What follows belongs to an exercise in optimizing a design on an open flow for small area; a production flow would make more cautious choices. Function was checked by simulation only, so behaviour that the tests miss may differ from the original. No activity file was given, so power comes from the tool's default toggle rates.

== oak ==
## pkdec_conv
module pkdec_conv (
    input  wire         clk,
    input  wire         rst,         
    input  wire         in_valid,
    input  wire         in_op,       
    input  wire [127:0] in_a,        
    input  wire [63:0]  in_gb,       
    input  wire [2:0]   in_rm,       
    output wire         out_valid,
    output wire [127:0] out_d,       
    output wire         out_vx,      
    output wire         out_xx       
);
    function [11:0] dpd_decode;
        input [9:0] b;
        reg p, q, r, s, t, u, v, w, x, y;
        reg big2, big1, big0, h1, l1, h0, l0;
        begin
            {p, q, r, s, t, u, v, w, x, y} = b;
            big2 = v & ((w & ~x) | (w & x & (~s | t)));
            big1 = v & ((~w & x) | (w & x & (s | ~t)));
            big0 = v & ((~w & ~x) | (w & x & (s | t)));
            h1 = (v & w & x) ? p : s;
            l1 = (v & w & x) ? q : t;
            h0 = ~v ? w : (w ? p : s);
            l0 = ~v ? x : (w ? q : t);
            dpd_decode = {big2, p & ~big2, q & ~big2, r,
                          big1, h1 & ~big1, l1 & ~big1, u,
                          big0, h0 & ~big0, l0 & ~big0, y};
        end
    endfunction
    function [9:0] dpd_encode;
        input [11:0] bcd;
        reg a, b, c, d, e, f, g, h, i, j, k, m;
        begin
            {a, b, c, d} = bcd[11:8];
            {e, f, g, h} = bcd[7:4];
            {i, j, k, m} = bcd[3:0];
            case ({a, e, i})
                3'b000: dpd_encode = {b, c, d, f, g, h, 1'b0, j, k, m};
  ...
For scale: roughly 760 flip-flops, roughly 330 I/O pins, about 32000 sq um of cells after synthesis.
clock: 6.0 ns
lec_check: 0
abc_area: 1
cap_margin: 20
core_margin: 2
core_utilization: 65
cts_buf_list: sky130_fd_sc_hd__clkbuf_16
cts_cluster_diameter: 100
cts_cluster_size: 25
place_density: 0.72
slew_margin: 20
standard.sh (not shown) runs the stock make flow with config.mk's settings and CLKGATE_MAP_FILE= SYNTH_SCRIPT=/design/flow/synth_recipe.tcl, a recipe that flattens the netlist after the stock synthesis.
==> flow/flow/run.sh <==
#!/bin/bash
# Own layout flow: the standard ORFS flow (standard.sh: unchanged synthesis
# and steps) except that the port buffers use the smallest buffer cell
# (sky130_fd_sc_hd__buf_1) instead of clkdlybuf4s50_1. Every port still gets
# its buffer. All output of make (every tool) goes to flow_make.log in this
# folder; ORFS also keeps one log per step under orfs/logs/.
set -euo pipefail
export BUFFER_PORTS_ARGS="-buffer_cell sky130_fd_sc_hd__buf_1"
bash standard.sh > flow_make.log 2>&1
What pine does differently from oak at the input level:
diff --git a/flow/design.v b/flow/design.v
--- a/flow/design.v
+++ b/flow/design.v
@@ -395,16 +395,18 @@
     assign q4[122] = nan_sel | (d2s_selh & r4[122]);
     assign q4[123] = nan_sel | (d2s_selh & r4[123]);
     assign q4[124] = nan_sel | (d2s_selh & r4[124]);
     assign q4[125] = (s2d_sel & p4[117]) | nan_sel | (d2s_selh & r4[125]);
     assign q4[126] = (s2d_sel & p4[121]) | nan_sel | (d2s_selh & r4[126]);
     assign q4[127] = (s2d_sel & p4[101]) | (d2s_selh & r4[127]);
+    localparam [127:0] QINV = {{31{4'b1001}}, 4'b0000};
     reg          rup5, vx5, xx5;
-    reg  [127:0] q5;
+    reg  [127:0] q5n;
+    wire [127:0] q5 = q5n ^ QINV;
     always @(posedge clk) begin
-        q5   <= q4;
+        q5n  <= q4 ^ QINV;
         rup5 <= d2s_sel & rup;
         vx5  <= ~s2d_sel & ~d2s_sel;
         xx5  <= d2s_sel & inexact;
     end
     reg  [123:0] inc;
     reg          cy;
--- outcome ---
Looking at pine and oak, the sequential cell area share is a wash.
Diff oak..pine | vertical die dimension | negligible
pine: part of the total power dissipated in sequential elements 1.3 points above oak
On sequential standard cell area, oak tracks pine almost exactly.
Standard cell with the maximum stage delay on the critical path: sky130_fd_sc_hd__dfxtp_1 -> oak, sky130_fd_sc_hd__nor2_4 -> pine
For design area, oak and pine come out practically identical.
In the metrics for pine and oak, the one carrying the lower area after synthesis is oak.
The overall routed net length of pine was superior to that of oak.
Cmp pine and oak / wire length of the first global-routing pass / lower: pine
pine vs oak, post-synthesis simple-gate area fraction went up by 0.52 points.
The via count reported for pine is lower than the one for oak.
As of pine, net switching component of the power had fallen by a few percent compared to oak.

[afterwards: timing with drivers on the ports]
The flow's constraints put no driver on any port. The routed layouts listed below were extracted and timed again, unchanged, in two steps.
Step 1 assumes that a clkbuf_16 drives the clock port and a buf_2 every other input.
Step 2, shift: input delay + t, output delay - t, t = (earliest + latest rising clock arrival at the registers) / 2. This alone moves slack from input paths to output paths.
Three values: ideal, step 1, step 2; two values: the first two.
run | t, ns | setup slack, ns | clock arrival spread, ns | slew at the worst register clock pin (ns) | cell pins on the clock port's net
oak | 0.679 | 0.351 / 0.284 / 0.963 | 0.059 / 0.058 | 0.10 / 0.10 | 1
pine | 0.666 | 0.580 / 0.515 / 1.181 | 0.036 / 0.036 | 0.10 / 0.10 | 1
After both steps every run listed still meets setup and hold.
